Context: an optimization exercise on an open-source flow, tuned for small area and a short achievable clock period. The choices shown serve that exercise and are no tape-out recipe. At most, simulation tests tie the RTL to the original design; equivalence was not proved. The RTL of run 5 was laid out without a check of its function. Power and IR drop assume default switching activity.

**flow/config.mk**
```make
export PLATFORM = sky130hd
export DESIGN_NAME = rank_filter
export DESIGN_NICKNAME = rank_filter
export VERILOG_FILES = /design/flow/design.v
export SDC_FILE = /design/flow/constraint.sdc
export NUM_CORES = 4
export LEC_CHECK = 0
export CAP_MARGIN = 20
export CORE_MARGIN = 2
export CORE_UTILIZATION = 55
export CTS_CLUSTER_DIAMETER = 80
export CTS_CLUSTER_SIZE = 24
export PLACE_DENSITY = 0.75
export SLEW_MARGIN = 20
```
**flow/design.v**
```verilog
module rank_filter (
    input  wire               clk,
    input  wire               rst,         
    input  wire [2:0]         rf_half,     
    input  wire               rf_mode,     
    input  wire [15:0]        rf_thresh,   
    input  wire               in_valid,
    input  wire signed [17:0] in_data,
    output reg                out_valid,
    output reg  signed [17:0] out_data,
    output reg                out_hit
);
    localparam integer M = 14;   
    localparam integer N = 15;   
    function lt18(input [17:0] a, input [17:0] b);
        reg [17:0] g, p;
        reg [8:0]  g1, p1;
        reg [2:0]  g2, p2;
        integer i;
        begin
            g = ~a & b;
            p = ~a | b;
            g[17] = a[17] & ~b[17];
            p[17] = a[17] | ~b[17];
            for (i = 0; i < 9; i = i + 1) begin
                g1[i] = g[2*i+1] | (p[2*i+1] & g[2*i]);
                p1[i] = p[2*i+1] & p[2*i];
            end
            for (i = 0; i < 3; i = i + 1) begin
                g2[i] = g1[3*i+2] | (p1[3*i+2] & (g1[3*i+1] | (p1[3*i+1] & g1[3*i])));
                p2[i] = p1[3*i+2] & p1[3*i+1] & p1[3*i];
            end
            lt18 = g2[2] | (p2[2] & (g2[1] | (p2[1] & g2[0])));
        end
    endfunction
    function lt4s(input [3:0] a, input [3:0] b);
        reg [3:0] g, p;
        begin
            g = ~a & b;
            p = ~a | b;
            g[3] = a[3] & ~b[3];
            p[3] = a[3] | ~b[3];
            lt4s = g[3] | (p[3] & (g[2] | (p[2] & (g[1] | (p[1] & g[0])))));
        end
    endfunction
    integer k;
    reg signed [17:0] x_q;
    reg        [15:0] th_q;
    reg               v0;
    reg               rst_q;
    reg               mode_q;
    reg        [7:0]  hsel;        
    always @(posedge clk) begin
        for (k = 0; k < 8; k = k + 1)
            hsel[k] <= (rf_half == k);
        x_q    <= in_data;
        th_q   <= rf_thresh;
        v0     <= in_valid & ~rst;
        rst_q  <= rst;
        mode_q <= rf_mode;
    end
    wire [2:0] h_q = {hsel[4] | hsel[5] | hsel[6] | hsel[7],
                      hsel[2] | hsel[3] | hsel[6] | hsel[7],
                      hsel[1] | hsel[3] | hsel[5] | hsel[7]};
    reg [M-1:0] inwin;     
    always @(*)
        for (k = 0; k < M; k = k + 1)
            inwin[k] = |(hsel[7:1] >> (k / 2));
    reg signed [17:0] w [0:M-1];   
    reg        [M-1:0] fill;       
    reg        [3:0]   r [0:N-1];  
    reg        [3:0]   r_old;      
    always @(*) begin
        r_old = 4'd0;
        for (k = 1; k < 8; k = k + 1)
            r_old = r_old | (hsel[k] ? r[2*k] : 4'd0);
    end
    reg [M-1:0] c;         
    reg [M-1:0] dn;        
    reg [3:0]   rm  [0:M-1];   
    reg [3:0]   rn  [0:M-1];   
    reg [M-1:0] sel;       
    always @(*) begin
        for (k = 0; k < M; k = k + 1) begin
            c[k]   = inwin[k] & (fill[k] ? lt18(x_q, w[k]) : x_q[17]);
            dn[k]  = lt4s(r_old, r[k]);
            rm[k]  = r[k] - {3'b000, dn[k]};
            rn[k]  = rm[k] + {3'b000, c[k]};
            sel[k] = inwin[k] & (c[k] ? (rm[k] == 4'b1111) : (rm[k] == 4'b0000));
        end
    end
    function [1:0] fa(input a, input b, input d);
        fa = {(a & b) | (a & d) | (b & d), a ^ b ^ d};
    endfunction
    wire [13:0] nc  = ~c;
    wire [3:0]  hp2 = {1'b0, h_q} + 4'd2;
    wire [1:0] f0  = fa(nc[0],  nc[1],  nc[2]);
    wire [1:0] f1  = fa(nc[3],  nc[4],  nc[5]);
    wire [1:0] f2  = fa(nc[6],  nc[7],  nc[8]);
    wire [1:0] f3  = fa(nc[9],  nc[10], nc[11]);
    wire [1:0] f4  = fa(nc[12], nc[13], hp2[0]);
    wire [1:0] f5  = fa(f0[0], f1[0], f2[0]);      
    wire [1:0] f6  = fa(f0[1], f1[1], f2[1]);      
    wire [1:0] f7  = fa(f3[1], f4[1], hp2[1]);     
    wire [1:0] f8  = fa(f5[0], f3[0], f4[0]);      
    wire [1:0] f9  = fa(f6[0], f7[0], f5[1]);      
    wire [1:0] f10 = fa(f6[1], f7[1], hp2[2]);     
    wire       b1  = f9[0] ^ f8[1];                
    wire       k11 = f9[0] & f8[1];                
    wire [1:0] f12 = fa(f10[0], f9[1], k11);       
    wire [3:0] rx  = {hp2[3] ^ f10[1] ^ f12[1], f12[0], b1, f8[0]};
    wire       sel_x = ~|sel;    
    reg signed [17:0] med;
    always @(*) begin
        med = sel_x ? x_q : 18'sd0;
        for (k = 0; k < M; k = k + 1)
            med = med | ((sel[k] & fill[k]) ? w[k] : 18'sd0);
    end
    always @(posedge clk) begin
        if (v0) begin
            w[0] <= x_q;
            for (k = 1; k < M; k = k + 1)
                w[k] <= w[k-1];
        end
        if (rst_q) begin
            fill <= {M{1'b0}};
            for (k = 0; k < N; k = k + 1)
                r[k] <= k[0] ? -((k[3:0] + 4'd1) >> 1) : (k[3:0] >> 1);
        end else if (v0) begin
            fill <= {fill[M-2:0], 1'b1};
            r[0] <= rx;
            for (k = 1; k < N; k = k + 1)
                r[k] <= rn[k-1];
        end
    end
    reg signed [17:0] med_n;       
    reg        [15:0] th2_q;
    reg               v1;
    always @(posedge clk) begin
        med_n <= ~med;
        th2_q <= th_q;
        v1    <= v0 & ~rst;
    end
    reg signed [17:0] cen;
    always @(*) begin
        cen = 18'sd0;
        for (k = 0; k < 8; k = k + 1)
            cen = cen | ((hsel[k] & fill[k]) ? w[k] : 18'sd0);
    end
    wire        [18:0] diff     = {cen[17], cen} + {med_n[17], med_n} + 19'd1;
    wire               dneg     = diff[18];
    wire               upper_ok = (diff[17:16] == {2{dneg}});
    wire        [15:0] un       = ~(diff[15:0] ^ {16{dneg}});
    wire        [16:0] tdiff    = {1'b0, th2_q} + {1'b1, un} + {16'd0, ~dneg};
    wire               keep     = mode_q & upper_ok & ~tdiff[16];
    wire signed [17:0] y        = keep ? cen : ~med_n;
    always @(posedge clk) begin
        out_valid <= v1 & ~rst;
        out_data  <= y;
        out_hit   <= ~keep & (diff != 19'd0);
    end
endmodule
```
**flow/constraint.sdc**
```tcl
create_clock -name core_clock -period 24.0 [get_ports {clk}]
set_input_delay 4.8000 -clock core_clock [delete_from_list [all_inputs] [get_ports {clk}]]
set_output_delay 4.8000 -clock core_clock [all_outputs]
set_load 0.01 [all_outputs]
```
**flow/standard.sh**
```bash
#!/bin/bash
# synth_recipe.tcl (not shown) runs the flow's synth.tcl, then flattens the netlist and writes it again
# the make line also repeats each setting of config.mk as NAME=value (left out here)
make -C /OpenROAD-flow-scripts/flow DESIGN_CONFIG=/design/flow/config.mk WORK_HOME=/design/flow/orfs CLKGATE_MAP_FILE= SYNTH_SCRIPT=/design/flow/synth_recipe.tcl "${@:-finish}"
```
**flow/flow/run.sh**
```bash
#!/bin/bash
# Layout flow: the standard ORFS flow (standard.sh, unchanged synthesis),
# with two changes in how the layout is made:
#  - timing repair aims for more setup slack than the clock needs, so the
#    critical paths are sized up instead of left at minimum size;
#  - the port buffers are buf_2 cells.
# The clock period, SDC and all constraints are the standard flow's.
set -euo pipefail
bash standard.sh \
  SETUP_SLACK_MARGIN=18.1 \
  BUFFER_PORTS_ARGS="-buffer_cell sky130_fd_sc_hd__buf_2" \
  finish > flow.log 2>&1
```
==> reports/results.env, run 1 <==
OUTCOME='finished clean'
DRT-INITIAL-DRC-COUNT=3300
DRIVE_GT1_SHARE_PCT=11.8
BUFFER_PORTS.INSERTED=60
FP.DIEAREA_SQ_UM=45700
CTS.CLK_SLEW.WORST_PATHS_NS=0.09
CRITICAL_PATH.MAX_FANOUT=1
FIN_CRIT_SH_PCT=24.5
DRTANTENNAVIOLNETS=0
RSZ0062_AT_GRT='yes'
HOLDCRITPATHCLASS='flip-flop to flip-flop'
P_PER_AREA_nW_PER_UM2=76.0
ASYNCSETRESETFLOPFRACSYNTH_PCT=0
TIMING_WORST_SLEW_PIN_VALUE_NS=1.23
FMAX_MHz=170
POST-SYNTH-TOP-AREA-FRACTION_PCT=31.3
FINAL.SETUP.TNS_NS=0
MAXIMUM_CELL_STAGE_DELAY_ALONG_THE_CRITICAL_PATH_NS=0.35
DPL_CELL_AREA_SQ_UM=25000
SYNTH_CELL_TYPES=108
P_LEAK_uW=0.0100
WORST_CLOCK_SKEW_NS=0.0143
REPORT.FINAL.SETUP_VIOL=0
DR_TOTAL_VIAS=21000
GRT_START_MAX_NET_PINS=83
SYNTH.YOSYS.SEQ_AREA_SHARE_PCT=45.6
TRITONCTS='yes'
CELL_CHAIN_CRITICAL_PATH='buf_2'
NUMBER_OF_SYNTHESIZED_FLOPS_WITH_AN_ENABLE_PIN=252
TIMING.FINAL.WS_SETUP_NS=18.12
DRC=0
POST_SYNTH_MOST_FREQUENT_CELLS='edfxtp_1 (252), inv_1 (190), nand2_1 (188)'
CLK_ROOT_BUFFER_CELL='clkbuf_16'
HOLD_VIOL=0
COMMONEST_REGISTER_CELL_AFTER_SYNTHESIS='edfxtp_1'
GLOBAL_ROUTE.OVERFLOW_TOTAL=0
REPORT.FINAL.SLEW_VIOL_COUNT=0
CRITPATHTOPFAMILY='flip-flops'
FLOORPLAN.INITIALDENSITY_PCT=56.0
MAPPEDNETLISTAREA_SQ_UM=24200
SETUP.WORST_PATH.END_CLASS='primary output'
CRITICAL_PATH.STARTPOINT_TYPE='flip-flop'
VIA_COUNT_OF_THE_FIRST_GLOBAL_ROUTING_PASS=19800
CLK_LATENCY_NS=0.60
FP.DIEW_UM=214
DP_HPWL_MM=59.1
FINALWORSTPATHREQUIREDPERIOD_NS=5.88
CRIT_PATH_TOP_DELAY_CELL='dfxtp_2'
SYNTH_MOST_COMMON_CELL='edfxtp_1'
DIE_HEIGHT_UM=214
GRT_ANTENNA_BEFORE_REPAIR=1
DRT_WL_TOTAL_MM=84.2
SYNTHESIS.NETS=2539
YS_SEQ_ELEMENTS=426
TRACK_USAGE_PCT=36.1
YOSYS_WARNINGS=5
SYNTH.AVG_CELL_AREA_SQ_UM=10.1
SYNTH_AREA_LEADERS='edfxtp_1 (31%), dfxtp_1 (14%), ha_1 (4.7%)'
POST-LAYOUT-TOTAL-POWER_uW=2010
TIMING.MAX_SLEW.REL_SLACK_PCT=18.2
CLOCK_TREE.HTREE_LEVEL_COUNT=1
WORSTPATHREQUIRED_NS=19.20
POST_DRT_WL_PER_CELL_UM=27.8
CAP_VIOL_MAX_COUNT=0
CRITICAL_PATH_BUF_INV_COUNT=1
FIRST_PASS_ITERS=8
FINALCOREUTILIZATION_PCT=61.0
PLACE.GP.CONGESTION=1.01
FINAL_DESIGN_AREA_NO_FILL_SQ_UM=26400
ANTENNA-DIODE-COUNT=0
NUM_IO_PINS=61
SYN_INST=2395
SYNTH.LARGEST_AREA_CELL='edfxtp_1'
GRT_PASS1_WL_MM=123
CORE_REGION_AREA_SQ_UM=43300
AREAGROWTHSYNTHTOFINISH_PCT=9.09
CTS_BUFFERS=27
FINISH.NET_COUNT=2568
CLOCK_SINK_COUNT=426
WORSTSETUPPATHTYPE='flip-flop to primary output'
CLOCK_PATH_BUFFERS=3
FLOORPLAN.ROWS=76
POST_DR_VIAS_CELL=6.94
PRECTSSETUPSLACK_NS=17.64
VDD_DROP_MAX_V=0.0000854
DATA_ARRIVAL_TIME_OF_THE_CRITICAL_PATH_NS=1.08
power breakdown:
group | leakage, uW | switching [uW] | total (uW) | internal [uW]
Sequential | 0.00382 | 65.4 | 904 | 838
Clock | 0.000459 | 283 | 517 | 235
Combinational | 0.00575 | 340 | 587 | 247
routing by layer:
metal	GRT usage [%]	wire length (um)	up-vias
li1	-	-	9069
met1	47.6	32100	10100
met2	55.2	36600	1551
met3	8.26	10100	331
met4	19.8	5370	2
met5	0	16	-
stage by stage:
step,std cells,hold slack [ns]
global route,3030,0.336
finish,3030,0.329
global placement,2959,0.310
detailed placement,2959,0.312
CTS,3014,0.332
floorplan,2395,0.310
timing repair:
action	in CTS	in global routing
pin swaps	3	6
endpoints found under the hold margin	0	0
setup buffers	5	11
cloned	0	4
setup endpoints to repair	27	28
hold buffers	0	0
resized for setup	19	61
cell usage in the layout (no fill, tap or decap), types with 12 or more instances in the layout:
master / n
and2_1: 19
nor2b_1: 67
a22oi_1: 100
mux2i_1: 52
o21ai_0: 74
buf_2: 56
dfxtp_1: 147
xor2_1: 39
nand2_1: 188
buf_4: 47
nand3_1: 22
maj3_1: 55
a211oi_1: 19
a32oi_1: 32
nor3_1: 20
inv_1: 187
nor3b_1: 16
a21oi_1: 59
o221ai_1: 22
nor2_1: 168
clkbuf_16: 29
a21o_1: 12
o22ai_1: 43
o211ai_1: 47
xnor2_1: 49
a31oi_1: 24
ha_1: 89
a222oi_1: 52
and3_1: 16
nand2b_1: 50
edfxtp_1: 252
a221oi_1: 23
dfxtp_2: 21
nand4_1: 69
worst register-to-register path: cells and delay by family, from the launching register on:
family                     cells  cell delay [ns]
muxes                          1             0.33
AOI/OAI and AO/OA              9             1.64
DFF                            1             0.42
buffers and inverters          4             0.69
and+or+nand+nor               10             1.81
xor gates and xnor gates       1             0.19
adders and majority gates      3             0.69
flip-flops by register name, summed over array words and instances (netlist names):
register	cells
out_valid	1
r	60
out_hit	1
w	252
v1	1
hsel	8
th2_q	16
med_n	18
th_q	16
rst_q	1
out_data	18
mode_q	1
fill	14
v0	1
x_q	18
cell type report:
cell class,count,area (sq um)
clock inverter,17,201
sequential,426,11100
timing repair buffer,120,932
timing repair inverter,2,10.0
fill,3593,16900
clock buffer,33,721
tap,585,732
multi-input combinational,1646,11900
inverter,201,769
logic make-up after synthesis:
family                   after synthesis  share of synthesized area [%]
adder cells (fa/ha/maj)              162                           8.16
AO/OA/AOI/OAI                        613                           19.2
buffers and inverters                324                           5.44
multiplexers                          73                           3.18
AND/OR/NAND/NOR                      708                           15.2
XOR/XNOR                              89                           3.22
flip-flops                           426                           45.6
final timing paths:
check / endpoint / slack [ns] / start / depth (start not counted)
worst min-delay path: th2_q[5]$_DFF_P_ / 0.33 / th_q[5]$_DFF_P_ / 0
worst max register to register: out_data[8]$_DFF_P_ / 18.14 / hsel[1]$_DFF_P_ / 28
worst min register to register: th2_q[5]$_DFF_P_ / 0.33 / th_q[5]$_DFF_P_ / 0
worst max-delay path: out_data[11] / 18.12 / out_data[11]$_DFF_P_ / 1
==> inputs of run 2 (changes only) <==
--- a/flow/design.v
+++ b/flow/design.v
@@ -70,11 +70,6 @@
     reg        [M-1:0] fill;       
     reg        [3:0]   r [0:N-1];  
     reg        [3:0]   r_old;      
-    always @(*) begin
-        r_old = 4'd0;
-        for (k = 1; k < 8; k = k + 1)
-            r_old = r_old | (hsel[k] ? r[2*k] : 4'd0);
-    end
     reg [M-1:0] c;         
     reg [M-1:0] dn;        
     reg [3:0]   rm  [0:M-1];   
@@ -116,6 +111,12 @@
         for (k = 0; k < M; k = k + 1)
             med = med | ((sel[k] & fill[k]) ? w[k] : 18'sd0);
     end
+    reg [3:0] r_new;
+    always @(*) begin
+        r_new = 4'd0;
+        for (k = 1; k < 8; k = k + 1)
+            r_new = r_new | (hsel[k] ? rn[2*k-1] : 4'd0);
+    end
     always @(posedge clk) begin
         if (v0) begin
             w[0] <= x_q;
@@ -126,11 +127,13 @@
             fill <= {M{1'b0}};
             for (k = 0; k < N; k = k + 1)
                 r[k] <= k[0] ? -((k[3:0] + 4'd1) >> 1) : (k[3:0] >> 1);
+            r_old <= {1'b0, h_q};
         end else if (v0) begin
             fill <= {fill[M-2:0], 1'b1};
             r[0] <= rx;
             for (k = 1; k < N; k = k + 1)
                 r[k] <= rn[k-1];
+            r_old <= r_new;
         end
     end
     reg signed [17:0] med_n;       
==> reports/results.env, run 2 <==
P_LEAK_uW=0.0100
POST_SYNTH_MOST_FREQUENT_CELLS='edfxtp_1 (255), dfxtp_1 (171), nand2_1 (160)'
COMMONEST_REGISTER_CELL_AFTER_SYNTHESIS='edfxtp_1'
GRT_PASS1_WL_MM=125
P_INT_uW=1330
NUM_IO_PINS=61
SYNTH_CELL_TYPES=99
HOLDCRITPATHCLASS='flip-flop to flip-flop'
TRITONCTS='yes'
MAXIMUM_CELL_STAGE_DELAY_ALONG_THE_CRITICAL_PATH_NS=0.42
SHARE_SEQ_OF_TOTAL_POWER_PCT=44.3
WORST_HOLD_PATH.NUM_CELLS=0
FINAL_CELL_MIX='edfxtp_1 (255), nand2_1 (160), inv_1 (155)'
FINALWORSTPATHREQUIREDPERIOD_NS=5.98
CLK_ROOT_BUFFER_CELL='clkbuf_16'
SYNTH_MOST_COMMON_CELL='edfxtp_1'
CTS.CLK_SLEW.WORST_PATHS_NS=0.09
GLOBAL_ROUTE.OVERFLOW_TOTAL=0
GRT_START_MAX_NET_PINS=89
HP-START='th_q[3]$_DFF_P_'
TIMING_WORST_SLEW_PIN_VALUE_NS=1.25
CTS_BUFFERS=27
FIN_CRIT_SH_PCT=24.9
REPORT.FINAL.SETUP_VIOL=0
SETUP.WORST_PATH.END_CLASS='flip-flop'
NUMBER_OF_SYNTHESIZED_FLOPS_WITH_AN_ENABLE_PIN=255
VIA_COUNT_OF_THE_FIRST_GLOBAL_ROUTING_PASS=20000
CRIT_PATH_TOP_DELAY_CELL='or3b_4'
PLACE.GP.CONGESTION=0.998
HOLD_VIOL=0
POWER_SHARE_OF_THE_COMBINATIONAL_GROUP_PCT=29.8
AREAGROWTHSYNTHTOFINISH_PCT=11.5
DRT-INITIAL-DRC-COUNT=3459
POST_DR_VIAS_CELL=7.05
YS_SEQ_ELEMENTS=426
DATA_ARRIVAL_TIME_OF_THE_CRITICAL_PATH_NS=6.48
MAPPEDNETLISTAREA_SQ_UM=24100
WORSTPATHREQUIRED_NS=24.50
SWITCHING_SHARE_PCT=34.1
RSZ0062_AT_GRT='yes'
NET-SWITCHING-POWER_uW=691
SYNTHESIS.NETS=2470
CRIT-REG2REG-LAUNCH='fill[6]$_SDFFE_PP0P_'
CRITPATHTOPFAMILY='simple AND/OR/NAND/NOR gates'
R2R_SETUP_SLACK_NS=18.02
POST-SYNTH-TOP-AREA-FRACTION_PCT=31.8
TRACK_USAGE_PCT=37.2
YOSYS_WARNINGS=5
CLOCK_SINK_COUNT=426
DIE_HEIGHT_UM=213
LAYOUT_COMMONEST_CELL='edfxtp_1'
REG2REG_TO='out_data[15]$_DFF_P_'
SYNTH.LARGEST_AREA_CELL='edfxtp_1'
CLK_LATENCY_NS=0.61
GRT_ANTENNA_BEFORE_REPAIR=3
DR_TOTAL_VIAS=21100
DRT_WL_TOTAL_MM=85.9
OUTCOME='finished clean'
CRITICAL_PATH.STARTPOINT_TYPE='flip-flop'
LARGEST_REGISTERS='w (252), r (56)'
DRIVE_GT1_SHARE_PCT=14.4
BUFFER_PORTS.INSERTED=60
WORST-R2R-CELL-COUNT=30
DP_HPWL_MM=59.1
CRITICAL_PATH_BUF_INV_COUNT=5
CLOCK_PATH_BUFFERS=3
FIRST_PASS_ITERS=10
DRC=0
SYN_INST=2326
NUMBER_OF_FLIP_FLOPS_IN_THE_LARGEST_REGISTER=252
POWER.CLOCK.FRACTION_PCT=25.9
PRECTSSETUPSLACK_NS=16.80
MAX_FLOP_REGISTER='w'
DPL_CELL_AREA_SQ_UM=24900
CRITICAL_PATH.MAX_FANOUT=5
CLOCK_TREE.HTREE_LEVEL_COUNT=1
FINAL.SETUP.TNS_NS=0
FMAX_MHz=167
ENDPOINT_OF_THE_WORST_HOLD_PATH='th2_q[3]$_DFF_P_'
TIMING.FINAL.WS_SETUP_NS=18.02
SYNTH.AVG_CELL_AREA_SQ_UM=10.3
NUMBER_OF_BUFFERS_INSERTED_BY_HOLD_REPAIR_AT_CTS=0
FLOORPLAN.ROWS=76
POST_DRT_WL_PER_CELL_UM=28.6
TIMING.MAX_SLEW.REL_SLACK_PCT=15.9
FP.DIEW_UM=213
FINISH.NET_COUNT=2536
WORSTSETUPPATHTYPE='flip-flop to flip-flop'
CAP_VIOL_MAX_COUNT=0
DRTANTENNAVIOLNETS=0
VDD_DROP_MAX_V=0.0000617
SYNTH.YOSYS.SEQ_AREA_SHARE_PCT=46.1
FLOORPLAN.INITIALDENSITY_PCT=55.7
FP.DIEAREA_SQ_UM=45400
REPORT.FINAL.SLEW_VIOL_COUNT=0
FINAL_DESIGN_AREA_NO_FILL_SQ_UM=26800
ASYNCSETRESETFLOPFRACSYNTH_PCT=0
WORST_CLOCK_SKEW_NS=0.0177
P_PER_AREA_nW_PER_UM2=75.5
SYNTH_AREA_LEADERS='edfxtp_1 (32%), dfxtp_1 (14%), ha_1 (4.7%)'
CORE_REGION_AREA_SQ_UM=43200
[run 2: metrics by stage]
stage	total power [uW]	hold slack [ns]	utilization [%]	std cells
global placement	1390	0.316	57.7	2886
global route	2100	0.343	62.1	2998
finish	2030	0.336	62.2	2999
floorplan	1250	0.310	-	2326
CTS	1990	0.336	61.5	2980
detailed placement	1410	0.312	57.7	2886
[run 2: logic make-up (layout without fill, tap and decap cells)]
logic type,Yosys count,count (layout),share of synthesized area [%]
AO/OA/AOI/OAI,617,617,19.6
XOR/XNOR,85,85,3.09
adder cells (fa/ha/maj),187,187,9.25
buffers and inverters,280,364,4.63
flip-flops,426,426,46.1
multiplexers,80,80,3.43
other,0,1,0
AND/OR/NAND/NOR,651,654,13.9
[run 2: final cells by class]
class                           instances  area [sq um]
Sequential cell                       426         11100
Clock inverter                         16           206
Tap cell                              585           732
Antenna cell                            1          2.50
Fill cell                            3514         16300
Multi-Input combinational cell       1623         12300
Inverter                              170           653
Timing Repair inverter                  2          10.0
Timing Repair Buffer                  142          1070
Clock buffer                           34           734
[run 2: layer usage]
| layer | share of wire, % | wire, um | vias to the layer above | GRT usage, % |
|---|---|---|---|---|
| li1 | - | - | 8982 | - |
| met2 | 44 | 37400 | 1678 | 56.6 |
| met5 | 0.034 | 29 | - | 0 |
| met3 | 14 | 11700 | 412 | 9.72 |
| met4 | 6.6 | 5690 | 6 | 20.5 |
| met1 | 36 | 31100 | 10100 | 48.5 |
[run 2: worst max-delay path by stage]
| stage | start | end | slack (ns) | cells past startpoint |
|---|---|---|---|---|
| after floorplan | hsel[7]$_DFF_P_ | out_data[10]$_DFF_P_ | 18.10 | 29 |
| after global placement | hsel[1]$_DFF_P_ | out_data[4]$_DFF_P_ | 17.10 | 26 |
| after detailed placement | hsel[1]$_DFF_P_ | out_data[1]$_DFF_P_ | 16.80 | 26 |
| after CTS | hsel[5]$_DFF_P_ | out_data[15]$_DFF_P_ | 17.98 | 29 |
| after global routing | fill[6]$_SDFFE_PP0P_ | out_data[15]$_DFF_P_ | 17.81 | 30 |
| final | fill[6]$_SDFFE_PP0P_ | out_data[15]$_DFF_P_ | 18.02 | 30 |
[run 2: power groups by stage]
stage	clock [uW]	combinational [uW]	sequential (uW)
5_1_grt	550	651	902
4_1_cts	528	570	894
3_5_place_dp	0	503	910
3_3_place_gp	0	484	909
2_1_floorplan	0	355	892
6_report	525	603	898
[run 2: what timing repair did]
item | 4_1_cts | 5_1_grt
gates cloned | 3 | 2
pin swaps | 24 | 18
setup buffers | 41 | 16
setup endpoints to repair | 25 | 34
gates resized for setup | 98 | 30
==> inputs of run 3 (changes only) <==
--- a/flow/design.v
+++ b/flow/design.v
@@ -48,6 +48,7 @@
     reg        [15:0] th_q;
     reg               v0;
     reg               rst_q;
+    reg        [2:0]  h_q;
     reg               mode_q;
     reg        [7:0]  hsel;        
     always @(posedge clk) begin
@@ -57,11 +58,9 @@
         th_q   <= rf_thresh;
         v0     <= in_valid & ~rst;
         rst_q  <= rst;
+        h_q    <= rf_half;
         mode_q <= rf_mode;
     end
-    wire [2:0] h_q = {hsel[4] | hsel[5] | hsel[6] | hsel[7],
-                      hsel[2] | hsel[3] | hsel[6] | hsel[7],
-                      hsel[1] | hsel[3] | hsel[5] | hsel[7]};
     reg [M-1:0] inwin;     
     always @(*)
         for (k = 0; k < M; k = k + 1)
==> reports/results.env, run 3 <==
REPORT.FINAL.SLEW_VIOL_COUNT=0
WORSTPATHREQUIRED_NS=19.20
AREAGROWTHSYNTHTOFINISH_PCT=8.32
REG2REG_TO='med_n[4]$_DFF_P_'
COMMONEST_REGISTER_CELL_AFTER_SYNTHESIS='edfxtp_1'
TRITONCTS='yes'
MAXIMUM_CELL_STAGE_DELAY_ALONG_THE_CRITICAL_PATH_NS=0.35
MAPPEDNETLISTAREA_SQ_UM=23900
ENDPOINT_OF_THE_WORST_HOLD_PATH='th2_q[3]$_DFF_P_'
LARGEST_REGISTERS='w (252), r (56)'
DATA_ARRIVAL_TIME_OF_THE_CRITICAL_PATH_NS=1.07
CTS.CLK_SLEW.WORST_PATHS_NS=0.10
DRT_WL_TOTAL_MM=79.2
FINALCOREUTILIZATION_PCT=60.2
CORE_REGION_AREA_SQ_UM=43000
YOSYS_WARNINGS=5
CLOCK_SINK_COUNT=429
NUM_IO_PINS=61
HOLD_VIOL=0
DRIVE_GT1_SHARE_PCT=9.45
WORST-R2R-CELL-COUNT=14
ANTENNA-DIODE-COUNT=0
TIMING.HOLD.WS_NS=0.334
NUMBER_OF_SYNTHESIZED_FLOPS_WITH_AN_ENABLE_PIN=255
SYNTH_CELL_TYPES=88
CLK_LATENCY_NS=0.61
CRITICAL_PATH.MAX_FANOUT=1
TRACK_USAGE_PCT=34.7
VIA_COUNT_OF_THE_FIRST_GLOBAL_ROUTING_PASS=19300
FP.DIEAREA_SQ_UM=45100
MULTI_INPUT_AREA_SQ_UM=11400
CTS_BUFFERS=27
ASYNCSETRESETFLOPFRACSYNTH_PCT=0
FLOORPLAN.INITIALDENSITY_PCT=55.5
BUFFER_PORTS.INSERTED=60
WORSTSETUPPATHTYPE='flip-flop to primary output'
GRT_START_MAX_NET_PINS=89
R2R_SETUP_SLACK_NS=18.14
CRITICAL_PATH_BUF_INV_COUNT=1
FIRST_PASS_ITERS=10
LAYOUT_COMMONEST_CELL='edfxtp_1'
SYN_INST=2364
OUTCOME='finished clean'
P_LEAK_uW=0.00998
SEQCELLAREA_SQ_UM=11200
WORST_CLOCK_SKEW_NS=0.0343
POST_DR_VIAS_CELL=6.77
NFILLCELLS=3686
POST_DRT_WL_PER_CELL_UM=26.4
SYNTH_AREA_LEADERS='edfxtp_1 (32%), dfxtp_1 (15%), ha_1 (4.8%)'
TIMING.MAX_SLEW.REL_SLACK_PCT=16.6
TIMING_WORST_SLEW_PIN_VALUE_NS=1.25
SETUP.WORST_PATH.END_CLASS='primary output'
CELL_CHAIN_CRITICAL_PATH='buf_2'
SYNTH_MOST_COMMON_CELL='edfxtp_1'
FINAL_CELL_MIX='edfxtp_1 (255), inv_1 (231), nor2_1 (186)'
CRITPATHTOPFAMILY='flip-flops'
CLOCK_PATH_BUFFERS=3
DRTANTENNAVIOLNETS=0
FINALWORSTPATHREQUIREDPERIOD_NS=5.87
PLACED_CELLS_INCL_TAPS=2933
RSZ0062_AT_GRT='no'
GLOBAL_ROUTE.OVERFLOW_TOTAL=0
GRT_ANTENNA_BEFORE_REPAIR=1
CLOCK_TREE.HTREE_LEVEL_COUNT=1
SYNTH.LARGEST_AREA_CELL='edfxtp_1'
FP.DIEW_UM=212
PLACE.GP.CONGESTION=1.00
P_PER_AREA_nW_PER_UM2=77.6
CRITICAL_PATH.STARTPOINT_TYPE='flip-flop'
NUMBER_OF_FLIP_FLOPS_IN_THE_LARGEST_REGISTER=252
COUNT_OF_NON_FILLER_CELLS_IN_THE_FINISHED_LAYOUT=2997
CLK_ROOT_BUFFER_CELL='clkbuf_16'
POST-LAYOUT-TOTAL-POWER_uW=2010
VDD_DROP_MAX_V=0.0000506
REPORT.FINAL.SETUP_VIOL=0
CRIT-REG2REG-LAUNCH='r_old[0]$_DFFE_PP_'
SYNTHESIS.NETS=2509
FINISH.NET_COUNT=2537
FLOORPLAN.ROWS=76
YS_SEQ_ELEMENTS=429
NUMBER_OF_BUFFERS_INSERTED_BY_HOLD_REPAIR_AT_CTS=0
GRT_PASS1_WL_MM=118
SYNTH.AVG_CELL_AREA_SQ_UM=10.1
HP-START='th_q[3]$_DFF_P_'
SYNTH.YOSYS.SEQ_AREA_SHARE_PCT=46.7
FIN_CRIT_SH_PCT=24.5
DR_TOTAL_VIAS=20300
DRT-INITIAL-DRC-COUNT=3263
CAP_VIOL_MAX_COUNT=0
DRC=0
MAX_FLOP_REGISTER='w'
FMAX_MHz=170
POST_SYNTH_MOST_FREQUENT_CELLS='edfxtp_1 (255), inv_1 (234), nor2_1 (186)'
POST-SYNTH-TOP-AREA-FRACTION_PCT=32.1
CRIT_PATH_TOP_DELAY_CELL='dfxtp_1'
DP_HPWL_MM=56.7
DIE_HEIGHT_UM=212
WORST_HOLD_PATH.NUM_CELLS=0
FINAL.SETUP.TNS_NS=0
HOLDCRITPATHCLASS='flip-flop to flip-flop'
## run 3: cell count changes in the layout (fill, tap and decap cells not counted), sizes merged, moves of 18 or more
| cell | change |
|---|---|
| a211oi | +23 |
| buf | -39 |
| nand3 | -32 |
| nand4 | +18 |
| a22oi | -21 |
| nor2 | +35 |
| inv | +76 |
## run 3: metal layers
metal | wire (um) | up-vias | GRT usage (%)
li1 | - | 8857 | -
met4 | 4030 | 2 | 15.7
met3 | 10900 | 294 | 9.00
met2 | 33200 | 1511 | 50.7
met5 | 13 | - | 0
met1 | 31100 | 9640 | 48.3
## run 3: kinds of logic after synthesis
logic type	share of synthesized area, %
simple gates	12.9
flops	46.7
fa+ha+maj	9.44
buf+inv	5.67
mux	3.48
compound gates	18.7
xor+xnor	3.12
## run 3: worst max-delay path by stage
stage                     slack, ns                 start  cells past startpoint                   end
final                         18.13  out_data[10]$_DFF_P_                      1          out_data[10]
after global routing          18.06       hsel[7]$_DFF_P_                     25  out_data[12]$_DFF_P_
after CTS                     18.11  out_data[10]$_DFF_P_                      1          out_data[10]
after detailed placement      17.08       hsel[7]$_DFF_P_                     24   out_data[7]$_DFF_P_
after global placement        17.32       hsel[7]$_DFF_P_                     24   out_data[1]$_DFF_P_
after floorplan               18.16       hsel[7]$_DFF_P_                     28  out_data[10]$_DFF_P_
## run 3: metrics by stage
step           worst slack (ns)  area [sq um]
2_1_floorplan             18.16         23900
3_3_place_gp              17.32         24700
3_5_place_dp              17.08         24700
4_1_cts                   18.11         25700
5_1_grt                   18.06         25900
6_report                  18.13         25900
## run 3: power by group
group          switching, uW  internal [uW]  leakage (uW)
clock                    282            241      0.000454
combinational            339            242       0.00568
sequential              59.6            843       0.00385
total                    681           1330       0.00998
## run 3: area by class of cell
type                            instances  area share (%)
Multi-Input combinational cell       1585            44.3
Sequential cell                       429            43.1
Timing Repair Buffer                  103            2.54
Clock inverter                         13           0.595
Clock buffer                           36            2.99
Tap cell                              585            2.83
Inverter                              245            3.60
Timing Repair inverter                  1          0.0194
## run 3: repair_timing
action | 4_1_cts | 5_1_grt
resized for setup | 9 | 18
pin swaps | 1 | 6
cloned | 0 | 1
setup endpoints to repair | 20 | 22
setup buffers | 3 | 10
endpoints found under the hold margin | 0 | 0
==> inputs of run 4 (changes only) <==
--- a/flow/config.mk
+++ b/flow/config.mk
@@ -7,8 +7,8 @@
 export LEC_CHECK = 0
 export CAP_MARGIN = 20
 export CORE_MARGIN = 2
-export CORE_UTILIZATION = 55
+export CORE_UTILIZATION = 45
 export CTS_CLUSTER_DIAMETER = 80
 export CTS_CLUSTER_SIZE = 24
-export PLACE_DENSITY = 0.75
+export PLACE_DENSITY = 0.65
 export SLEW_MARGIN = 20
==> reports/results.env, run 4 <==
DRIVE_GT1_SHARE_PCT=9.68
WORST_HOLD_PATH.NUM_CELLS=0
POST_SYNTH_MOST_FREQUENT_CELLS='edfxtp_1 (255), inv_1 (234), nor2_1 (186)'
BUFFER_PORTS.INSERTED=60
POST_DRT_WL_PER_CELL_UM=27.1
WORST-R2R-CELL-COUNT=20
GLOBAL_ROUTE.OVERFLOW_TOTAL=0
HOLD_VIOL=0
DRTANTENNAVIOLNETS=0
SYNTH.AVG_CELL_AREA_SQ_UM=10.1
VDD_DROP_MAX_V=0.0000656
POWER.CLOCK.FRACTION_PCT=26.9
SEQCELLAREA_SQ_UM=11200
FP.DIEAREA_SQ_UM=54900
CORE_REGION_AREA_SQ_UM=52600
CLOCK_SINK_COUNT=429
R2R_SETUP_SLACK_NS=18.22
AREAGROWTHSYNTHTOFINISH_PCT=9.27
P_PER_AREA_nW_PER_UM2=78.6
CELL_CHAIN_CRITICAL_PATH='buf_6'
DPL_CELL_AREA_SQ_UM=24800
P_LEAK_uW=0.00998
SYNTH_MOST_COMMON_CELL='edfxtp_1'
CRITPATHTOPFAMILY='flip-flops'
PLACE.GP.CONGESTION=0.959
TRITONCTS='yes'
POST_DR_VIAS_CELL=6.52
CRITICAL_PATH_BUF_INV_COUNT=1
WORST_CLOCK_SKEW_NS=0.0312
CRIT_PATH_TOP_DELAY_CELL='dfxtp_4'
CLOCK_PATH_BUFFERS=3
SYNTH_AREA_LEADERS='edfxtp_1 (32%), dfxtp_1 (15%), ha_1 (4.8%)'
DR_TOTAL_VIAS=20200
FINAL_CELL_MIX='edfxtp_1 (255), inv_1 (232), nor2_1 (186)'
SYNTHESIS.NETS=2509
SETUP.WORST_PATH.END_CLASS='primary output'
CRIT-REG2REG-LAUNCH='x_q[7]$_DFF_P_'
FINALWORSTPATHREQUIREDPERIOD_NS=5.91
DRC=0
CAP_VIOL_MAX_COUNT=0
COMMONEST_REGISTER_CELL_AFTER_SYNTHESIS='edfxtp_1'
SYNTH.YOSYS.SEQ_AREA_SHARE_PCT=46.7
NUMBER_OF_FLIP_FLOPS_IN_THE_LARGEST_REGISTER=252
NET-SWITCHING-POWER_uW=708
DRT_WL_TOTAL_MM=83.8
POWER_SHARE_OF_THE_COMBINATIONAL_GROUP_PCT=28.8
NUMBER_OF_SYNTHESIZED_FLOPS_WITH_AN_ENABLE_PIN=255
FMAX_MHz=169
CLK_ROOT_BUFFER_CELL='clkbuf_16'
NUMBER_OF_BUFFERS_INSERTED_BY_HOLD_REPAIR_AT_CTS=0
NUM_IO_PINS=61
MAXIMUM_CELL_STAGE_DELAY_ALONG_THE_CRITICAL_PATH_NS=0.37
ANTENNA-DIODE-COUNT=0
FINAL_DESIGN_AREA_NO_FILL_SQ_UM=26100
CLK_LATENCY_NS=0.62
SWITCHING_SHARE_PCT=34.5
FLOORPLAN.ROWS=84
SYN_INST=2364
FP.DIEW_UM=234
P_INT_uW=1340
CTS_BUFFERS=29
TRACK_USAGE_PCT=30.0
NFILLCELLS=4795
CRITICAL_PATH.MAX_FANOUT=1
POST-SYNTH-TOP-AREA-FRACTION_PCT=32.1
FIN_CRIT_SH_PCT=24.6
HOLDCRITPATHCLASS='flip-flop to flip-flop'
SYNTH.LARGEST_AREA_CELL='edfxtp_1'
LARGEST_REGISTERS='w (252), r (56)'
DRT-INITIAL-DRC-COUNT=2986
MAX_FLOP_REGISTER='w'
YOSYS_WARNINGS=5
FLOORPLAN.INITIALDENSITY_PCT=45.4
REPORT.FINAL.SLEW_VIOL_COUNT=0
REG2REG_TO='r[0][3]$_SDFFE_PP0P_'
OUTCOME='finished clean'
GRT_ANTENNA_BEFORE_REPAIR=0
TIMING.MAX_SLEW.REL_SLACK_PCT=17.9
SYNTH_CELL_TYPES=88
DIE_HEIGHT_UM=234
CTS.CLK_SLEW.WORST_PATHS_NS=0.09
DP_HPWL_MM=59.3
GRT_START_MAX_NET_PINS=185
RSZ0062_AT_GRT='yes'
LAYOUT_COMMONEST_CELL='edfxtp_1'
CLOCK_TREE.HTREE_LEVEL_COUNT=1
SHARE_SEQ_OF_TOTAL_POWER_PCT=44.3
FINISH.NET_COUNT=2530
CRIT_PATH_END='out_data[0]'
REPORT.FINAL.SETUP_VIOL=0
FIRST_PASS_ITERS=9
TIMING_WORST_SLEW_PIN_VALUE_NS=1.23
CRIT_PATH_CELL_COUNT=1
ASYNCSETRESETFLOPFRACSYNTH_PCT=0
FINAL.SETUP.TNS_NS=0
MULTI_INPUT_AREA_SQ_UM=11400
CRITICAL_PATH.STARTPOINT='out_data[0]$_DFF_P_'
WORSTSETUPPATHTYPE='flip-flop to primary output'
GRT_PASS1_WL_MM=124
DATA_ARRIVAL_TIME_OF_THE_CRITICAL_PATH_NS=1.11
MAPPEDNETLISTAREA_SQ_UM=23900
WORSTPATHREQUIRED_NS=19.20
VIA_COUNT_OF_THE_FIRST_GLOBAL_ROUTING_PASS=19200
YS_SEQ_ELEMENTS=429
CRITICAL_PATH.STARTPOINT_TYPE='flip-flop'
-- run 4: cell counts after synthesis --
Identical to the previous run, type by type.
-- run 4: final cells by class --
class                      count  share of cell area, %
clock buffer                  33                   2.84
clock inverter                21                   1.03
inverter                     245                   3.56
multi-input combinational   1585                   43.9
sequential                   429                   42.8
tap                          688                   3.30
timing repair buffer          93                   2.51
timing repair inverter         2                 0.0384
-- run 4: stage by stage --
stage	setup slack (ns)	std cells	hold WS [ns]	power, uW	util (%)
finish	18.09	3096	0.332	2050	49.6
global route	18.04	3096	0.341	2150	49.6
CTS	18.08	3088	0.336	2040	49.4
detailed placement	17.05	3031	0.313	1470	47.2
global placement	17.19	3031	0.317	1460	47.2
floorplan	18.16	2364	0.310	1290	-
-- run 4: how the worst min path moves through the flow --
stage | startpoint | endpoint | slack (ns)
3_5_place_dp | th_q[15]$_DFF_P_ | th2_q[15]$_DFF_P_ | 0.31
4_1_cts | th_q[5]$_DFF_P_ | th2_q[5]$_DFF_P_ | 0.34
3_3_place_gp | th_q[3]$_DFF_P_ | th2_q[3]$_DFF_P_ | 0.32
2_1_floorplan | th_q[0]$_DFF_P_ | th2_q[0]$_DFF_P_ | 0.31
6_report | th_q[11]$_DFF_P_ | th2_q[11]$_DFF_P_ | 0.33
5_1_grt | th_q[5]$_DFF_P_ | th2_q[5]$_DFF_P_ | 0.34
-- run 4: what timing repair did --
| item | CTS | global route |
|---|---|---|
| pin swaps | 2 | 4 |
| setup endpoints to repair | 28 | 31 |
| gates resized for setup | 24 | 16 |
| setup buffers | 3 | 5 |
| cloned | 0 | 2 |
-- run 4: metal layers --
metal / GRT usage [%] / wire length (um)
met5: 0 / 0
met4: 13.1 / 4200
met3: 5.70 / 9530
met2: 45.5 / 35900
met1: 41.8 / 34100
-- run 4: logic make-up after synthesis --
family                     count (synthesis)  synth area share (%)
buffers and inverters                    350                  5.67
DFF                                      429                  46.7
xor gates and xnor gates                  85                  3.12
and+or+nand+nor                          625                  12.9
adders and majority gates                189                  9.44
muxes                                     79                  3.48
AOI/OAI and AO/OA                        607                  18.7
-- run 4: power by group through the flow --
| stage | Clock, uW | Combinational (uW) | Sequential, uW |
|---|---|---|---|
| finish | 552 | 590 | 909 |
| global route | 587 | 648 | 915 |
| CTS | 562 | 569 | 908 |
| detailed placement | 0 | 548 | 922 |
| global placement | 0 | 535 | 921 |
| floorplan | 0 | 385 | 905 |
==> inputs of run 5 (changes only) <==
--- a/flow/design.v
+++ b/flow/design.v
@@ -50,9 +50,9 @@
     reg               rst_q;
     reg        [2:0]  h_q;
     reg               mode_q;
-    reg        [7:0]  hsel;        
+    reg        [7:1]  hsel;        
     always @(posedge clk) begin
-        for (k = 0; k < 8; k = k + 1)
+        for (k = 1; k < 8; k = k + 1)
             hsel[k] <= (rf_half == k);
         x_q    <= in_data;
         th_q   <= rf_thresh;
@@ -64,11 +64,30 @@
     reg [M-1:0] inwin;     
     always @(*)
         for (k = 0; k < M; k = k + 1)
-            inwin[k] = |(hsel[7:1] >> (k / 2));
+            inwin[k] = |(hsel >> (k / 2));
     reg signed [17:0] w [0:M-1];   
     reg        [M-1:0] fill;       
-    reg        [3:0]   r [0:N-1];  
+    reg        [3:0]   r [1:N-1];  
+    reg        [M-1:0] c_prev;     
+    reg        [3:0]   rr [0:N-1];  
     reg        [3:0]   r_old;      
+    wire [1:0] p0 = c_prev[0] + c_prev[1];
+    wire [1:0] p1 = c_prev[2] + c_prev[3];
+    wire [1:0] p2 = c_prev[4] + c_prev[5];
+    wire [1:0] p3 = c_prev[6] + c_prev[7];
+    wire [1:0] p4 = c_prev[8] + c_prev[9];
+    wire [1:0] p5 = c_prev[10] + c_prev[11];
+    wire [1:0] p6 = c_prev[12] + c_prev[13];
+    wire [2:0] q0 = p0 + p1;
+    wire [2:0] q1 = p2 + p3;
+    wire [2:0] q2 = p4 + p5;
+    wire [3:0] s0 = q0 + q1;
+    wire [3:0] s1 = q2 + p6;
+    always @(*) begin
+        rr[0] = {1'b0, h_q} - s0 - s1;
+        for (k = 1; k < N; k = k + 1)
+            rr[k] = r[k];
+    end
     reg [M-1:0] c;         
     reg [M-1:0] dn;        
     reg [3:0]   rm  [0:M-1];   
@@ -77,32 +96,12 @@
     always @(*) begin
         for (k = 0; k < M; k = k + 1) begin
             c[k]   = inwin[k] & (fill[k] ? lt18(x_q, w[k]) : x_q[17]);
-            dn[k]  = lt4s(r_old, r[k]);
-            rm[k]  = r[k] - {3'b000, dn[k]};
+            dn[k]  = lt4s(r_old, rr[k]);
+            rm[k]  = rr[k] - {3'b000, dn[k]};
             rn[k]  = rm[k] + {3'b000, c[k]};
             sel[k] = inwin[k] & (c[k] ? (rm[k] == 4'b1111) : (rm[k] == 4'b0000));
         end
     end
-    function [1:0] fa(input a, input b, input d);
-        fa = {(a & b) | (a & d) | (b & d), a ^ b ^ d};
-    endfunction
-    wire [13:0] nc  = ~c;
-    wire [3:0]  hp2 = {1'b0, h_q} + 4'd2;
-    wire [1:0] f0  = fa(nc[0],  nc[1],  nc[2]);
-    wire [1:0] f1  = fa(nc[3],  nc[4],  nc[5]);
-    wire [1:0] f2  = fa(nc[6],  nc[7],  nc[8]);
-    wire [1:0] f3  = fa(nc[9],  nc[10], nc[11]);
-    wire [1:0] f4  = fa(nc[12], nc[13], hp2[0]);
-    wire [1:0] f5  = fa(f0[0], f1[0], f2[0]);      
-    wire [1:0] f6  = fa(f0[1], f1[1], f2[1]);      
-    wire [1:0] f7  = fa(f3[1], f4[1], hp2[1]);     
-    wire [1:0] f8  = fa(f5[0], f3[0], f4[0]);      
-    wire [1:0] f9  = fa(f6[0], f7[0], f5[1]);      
-    wire [1:0] f10 = fa(f6[1], f7[1], hp2[2]);     
-    wire       b1  = f9[0] ^ f8[1];                
-    wire       k11 = f9[0] & f8[1];                
-    wire [1:0] f12 = fa(f10[0], f9[1], k11);       
-    wire [3:0] rx  = {hp2[3] ^ f10[1] ^ f12[1], f12[0], b1, f8[0]};
     wire       sel_x = ~|sel;    
     reg signed [17:0] med;
     always @(*) begin
@@ -124,12 +123,13 @@
         end
         if (rst_q) begin
             fill <= {M{1'b0}};
-            for (k = 0; k < N; k = k + 1)
-                r[k] <= k[0] ? -((k[3:0] + 4'd1) >> 1) : (k[3:0] >> 1);
-            r_old <= {1'b0, h_q};
+            c_prev <= {M{1'b0}};
+            for (k = 1; k < N; k = k + 1)
+                r[k] <= k[0] ? (k[3:0] >> 1) : -(k[3:0] >> 1);
+            r_old <= -{1'b0, h_q};
         end else if (v0) begin
             fill <= {fill[M-2:0], 1'b1};
-            r[0] <= rx;
+            c_prev <= c;
             for (k = 1; k < N; k = k + 1)
                 r[k] <= rn[k-1];
             r_old <= r_new;
@@ -146,7 +146,7 @@
     reg signed [17:0] cen;
     always @(*) begin
         cen = 18'sd0;
-        for (k = 0; k < 8; k = k + 1)
+        for (k = 1; k < 8; k = k + 1)
             cen = cen | ((hsel[k] & fill[k]) ? w[k] : 18'sd0);
     end
     wire        [18:0] diff     = {cen[17], cen} + {med_n[17], med_n} + 19'd1;
--- a/flow/flow/run.sh
+++ b/flow/flow/run.sh
@@ -7,6 +7,6 @@
 # The clock period, SDC and all constraints are the standard flow's.
 set -euo pipefail
 bash standard.sh \
-  SETUP_SLACK_MARGIN=18.1 \
+  SETUP_SLACK_MARGIN=18.0 \
   BUFFER_PORTS_ARGS="-buffer_cell sky130_fd_sc_hd__buf_2" \
   finish > flow.log 2>&1
--- a/flow/config.mk
+++ b/flow/config.mk
@@ -7,8 +7,8 @@
 export LEC_CHECK = 0
 export CAP_MARGIN = 20
 export CORE_MARGIN = 2
-export CORE_UTILIZATION = 45
+export CORE_UTILIZATION = 25
 export CTS_CLUSTER_DIAMETER = 80
 export CTS_CLUSTER_SIZE = 24
-export PLACE_DENSITY = 0.65
+export PLACE_DENSITY = 0.45
 export SLEW_MARGIN = 20
==> reports/results.env, run 5 <==
OUTCOME='finished clean'
GRT_ANTENNA_BEFORE_REPAIR=0
CLK_ROOT_BUFFER_CELL='clkbuf_16'
ENDPOINT_OF_THE_WORST_HOLD_PATH='th2_q[15]$_DFF_P_'
GRT_PASS1_WL_MM=135
FINAL_CELL_MIX='edfxtp_1 (256), nand2_1 (205), dfxtp_1 (167)'
SYNTH.AVG_CELL_AREA_SQ_UM=10.4
SETUP.WORST_PATH.END_CLASS='flip-flop'
BUFFER_PORTS.INSERTED=60
CLK_LATENCY_NS=0.62
P_LEAK_uW=0.0102
YS_SEQ_ELEMENTS=438
NUMBER_OF_BUFFERS_INSERTED_BY_HOLD_REPAIR_AT_CTS=0
CORE_REGION_AREA_SQ_UM=96900
SYNTH_MOST_COMMON_CELL='edfxtp_1'
CTS_BUFFERS=34
FIRST_PASS_ITERS=7
FINAL.SETUP.TNS_NS=0
DRTANTENNAVIOLNETS=0
GLOBAL_ROUTE.OVERFLOW_TOTAL=0
RSZ0062_AT_GRT='yes'
TIMING.HOLD.WS_NS=0.333
SYNTHSIMPLEGATEAREAFRAC_PCT=14.6
HOLD_VIOL=0
VIA_COUNT_OF_THE_FIRST_GLOBAL_ROUTING_PASS=19800
WORSTPATHREQUIRED_NS=24.52
POST_DR_VIAS_CELL=5.34
CLOCK_TREE.HTREE_LEVEL_COUNT=2
FP.DIEAREA_SQ_UM=100000
SYNTH_CELL_TYPES=98
SYNTH_ADDER_AREA_SHARE_PCT=10.1
CRITICAL_PATH_BUF_INV_COUNT=5
FP.DIEW_UM=317
FMAX_MHz=161
FLOORPLAN.INITIALDENSITY_PCT=25.3
CRIT-REG2REG-LAUNCH='c_prev[10]$_SDFFE_PP0P_'
POST_DRT_WL_PER_CELL_UM=25.0
FINAL_DESIGN_AREA_NO_FILL_SQ_UM=27900
LARGEST_FAMILY_OF_LOGIC_CELLS_BY_SYNTHESIZED_AREA='compound AO/OA/AOI/OAI gates'
CLOCK_SINK_COUNT=438
ASYNCSETRESETFLOPFRACSYNTH_PCT=0
WORSTSETUPPATHTYPE='flip-flop to flip-flop'
TIMING.MAX_SLEW.REL_SLACK_PCT=14.8
NFILLCELLS=9971
DR_TOTAL_VIAS=19800
FINISH.NET_COUNT=2558
CLOCK_PATH_BUFFERS=3
HOLDCRITPATHCLASS='flip-flop to flip-flop'
DATA_ARRIVAL_TIME_OF_THE_CRITICAL_PATH_NS=6.74
SYNTHXORXNORAREAFRAC_PCT=3.22
NUMBER_OF_FLIP_FLOPS_IN_THE_LARGEST_REGISTER=252
REPORT.FINAL.SETUP_VIOL=0
TIMING_WORST_SLEW_PIN_VALUE_NS=1.25
CAP_VIOL_MAX_COUNT=0
POST-SYNTH-TOP-AREA-FRACTION_PCT=31.4
POST_SYNTH_MOST_FREQUENT_CELLS='edfxtp_1 (256), nand2_1 (206), dfxtp_1 (182)'
SYNTH.YOSYS.SEQ_AREA_SHARE_PCT=46.3
CRITICAL_PATH.STARTPOINT_TYPE='flip-flop'
WORST-R2R-CELL-COUNT=25
PLACE.GP.CONGESTION=0.920
MAXIMUM_CELL_STAGE_DELAY_ALONG_THE_CRITICAL_PATH_NS=0.56
DPL_CELL_AREA_SQ_UM=26100
YOSYS_WARNINGS=6
MAPPEDNETLISTAREA_SQ_UM=24500
CRITICAL_PATH.STARTPOINT='c_prev[10]$_SDFFE_PP0P_'
DIE_HEIGHT_UM=317
TRITONCTS='yes'
FINALWORSTPATHREQUIREDPERIOD_NS=6.21
DRT-INITIAL-DRC-COUNT=2351
SYN_INST=2358
ANTENNA-DIODE-COUNT=0
AREAGROWTHSYNTHTOFINISH_PCT=14.2
HP-START='th_q[15]$_DFF_P_'
R2R_SETUP_SLACK_NS=17.79
CRITICAL_PATH.MAX_FANOUT=7
DRC=0
NUM_IO_PINS=61
SYNTH.LARGEST_AREA_CELL='edfxtp_1'
SYNTH_AREA_LEADERS='edfxtp_1 (31%), dfxtp_1 (15%), ha_1 (5.2%)'
GRT_START_MAX_NET_PINS=149
MAX_FLOP_REGISTER='w'
COMMONEST_REGISTER_CELL_AFTER_SYNTHESIS='edfxtp_1'
LARGEST_REGISTERS='w (252), r (52)'
SYNTH_COMPOUND_GATE_AREA_SHARE_PCT=16.9
FIN_CRIT_SH_PCT=25.9
REPORT.FINAL.SLEW_VIOL_COUNT=0
LAYOUT_COMMONEST_CELL='edfxtp_1'
WORST_HOLD_PATH.NUM_CELLS=0
DRIVE_GT1_SHARE_PCT=12.9
CRIT_PATH_TOP_DELAY_CELL='fa_2'
NUMBER_OF_SYNTHESIZED_FLOPS_WITH_AN_ENABLE_PIN=256
VDD_DROP_MAX_V=0.0000581
SYNTHESIS.NETS=2512
CRITPATHTOPFAMILY='adder cells'
WORST_CLOCK_SKEW_NS=0.0643
CTS.CLK_SLEW.WORST_PATHS_NS=0.09
P_PER_AREA_nW_PER_UM2=88.3
DP_HPWL_MM=65.2
TRACK_USAGE_PCT=18.1
SYNTH.MUX.AREA_FRACTION_PCT=3.82
DRT_WL_TOTAL_MM=92.7
FLOORPLAN.ROWS=114
REG2REG_TO='med_n[4]$_DFF_P_'
run 5: final cells by class:
cell class	count	area (sq um)	area share [%]
timing repair buffer	124	955	3.42
multi-input combinational	1627	12100	43.5
clock inverter	24	312	1.12
tap	1276	1600	5.72
clock buffer	38	897	3.21
sequential	438	11400	40.7
inverter	179	672	2.41
run 5: cells by family (layout without fill, tap and decap cells):
kind of cell,count (synthesis),count (layout)
flops,438,438
fa+ha+maj,210,210
mux,90,90
xor+xnor,90,90
compound gates,540,540
buf+inv,293,365
simple gates,697,697
run 5: worst max-delay path by stage:
stage / cells past startpoint / endpoint
6_report: 25 / med_n[4]$_DFF_P_
3_3_place_gp: 23 / med_n[1]$_DFF_P_
4_1_cts: 25 / med_n[11]$_DFF_P_
2_1_floorplan: 24 / med_n[7]$_DFF_P_
5_1_grt: 28 / med_n[0]$_DFF_P_
3_5_place_dp: 23 / med_n[3]$_DFF_P_
run 5: what timing repair did:
item	CTS	global route
gates resized for setup	22	56
pin swaps	15	17
gates cloned	2	2
setup buffers	19	10
endpoints found under the setup margin	37	38
run 5: stage by stage:
step	std cells	util, %	worst slack [ns]	power [uW]
2_1_floorplan	2358	-	18.00	1410
4_1_cts	3694	28.5	17.83	2390
3_5_place_dp	3611	26.9	17.06	1610
6_report	3706	28.8	17.79	2470
5_1_grt	3706	28.8	17.60	2600
3_3_place_gp	3611	26.9	17.20	1600
run 5: where the power goes:
part	total, uW	leakage, uW	internal, uW	switching [uW]
clock network	646	0.000589	313	333
logic	882	0.00569	429	453
registers	939	0.00392	864	75.7
run 5: metal layers:
metal  part of all wire, %  GRT usage, %
met5                     0             0
met4                   4.1          7.41
met3                   7.5          3.52
met2                    46          29.4
met1                    42          23.5

## afterwards: timing with drivers on the ports
In the flow no input, the clock included, has a driving cell. The finished layouts below were timed again as built, in two steps. Step 1, drivers: a clkbuf_16 drives clk and a buf_2 each remaining input, both assumed. Step 2, shift: input delay + t, output delay - t, t = (earliest + latest rising clock arrival at the registers) / 2. This alone moves slack from input paths to output paths. a / b / c = ideal ports / drivers / drivers and shift; a / b = the first two.
run	t (ns)	slack for setup (ns)	worst setup path at the end	latest minus earliest clock arrival (ns)	worst slew at a driven data input, ns
run 1	0.657	18.124 / 18.064 / 18.137	register to register	0.015 / 0.015	0.05
run 2	0.661	18.024 / 18.024 / 18.024	register to register	0.017 / 0.018	0.05
run 3	0.647	18.127 / 18.069 / 18.139	register to register	0.035 / 0.035	0.06
run 4	0.667	18.091 / 18.032 / 18.225	register to register	0.031 / 0.032	0.04
run 5	0.653	17.786 / 17.786 / 17.786	register to register	0.064 / 0.065	0.05
After both steps setup and hold are still met in every run listed.
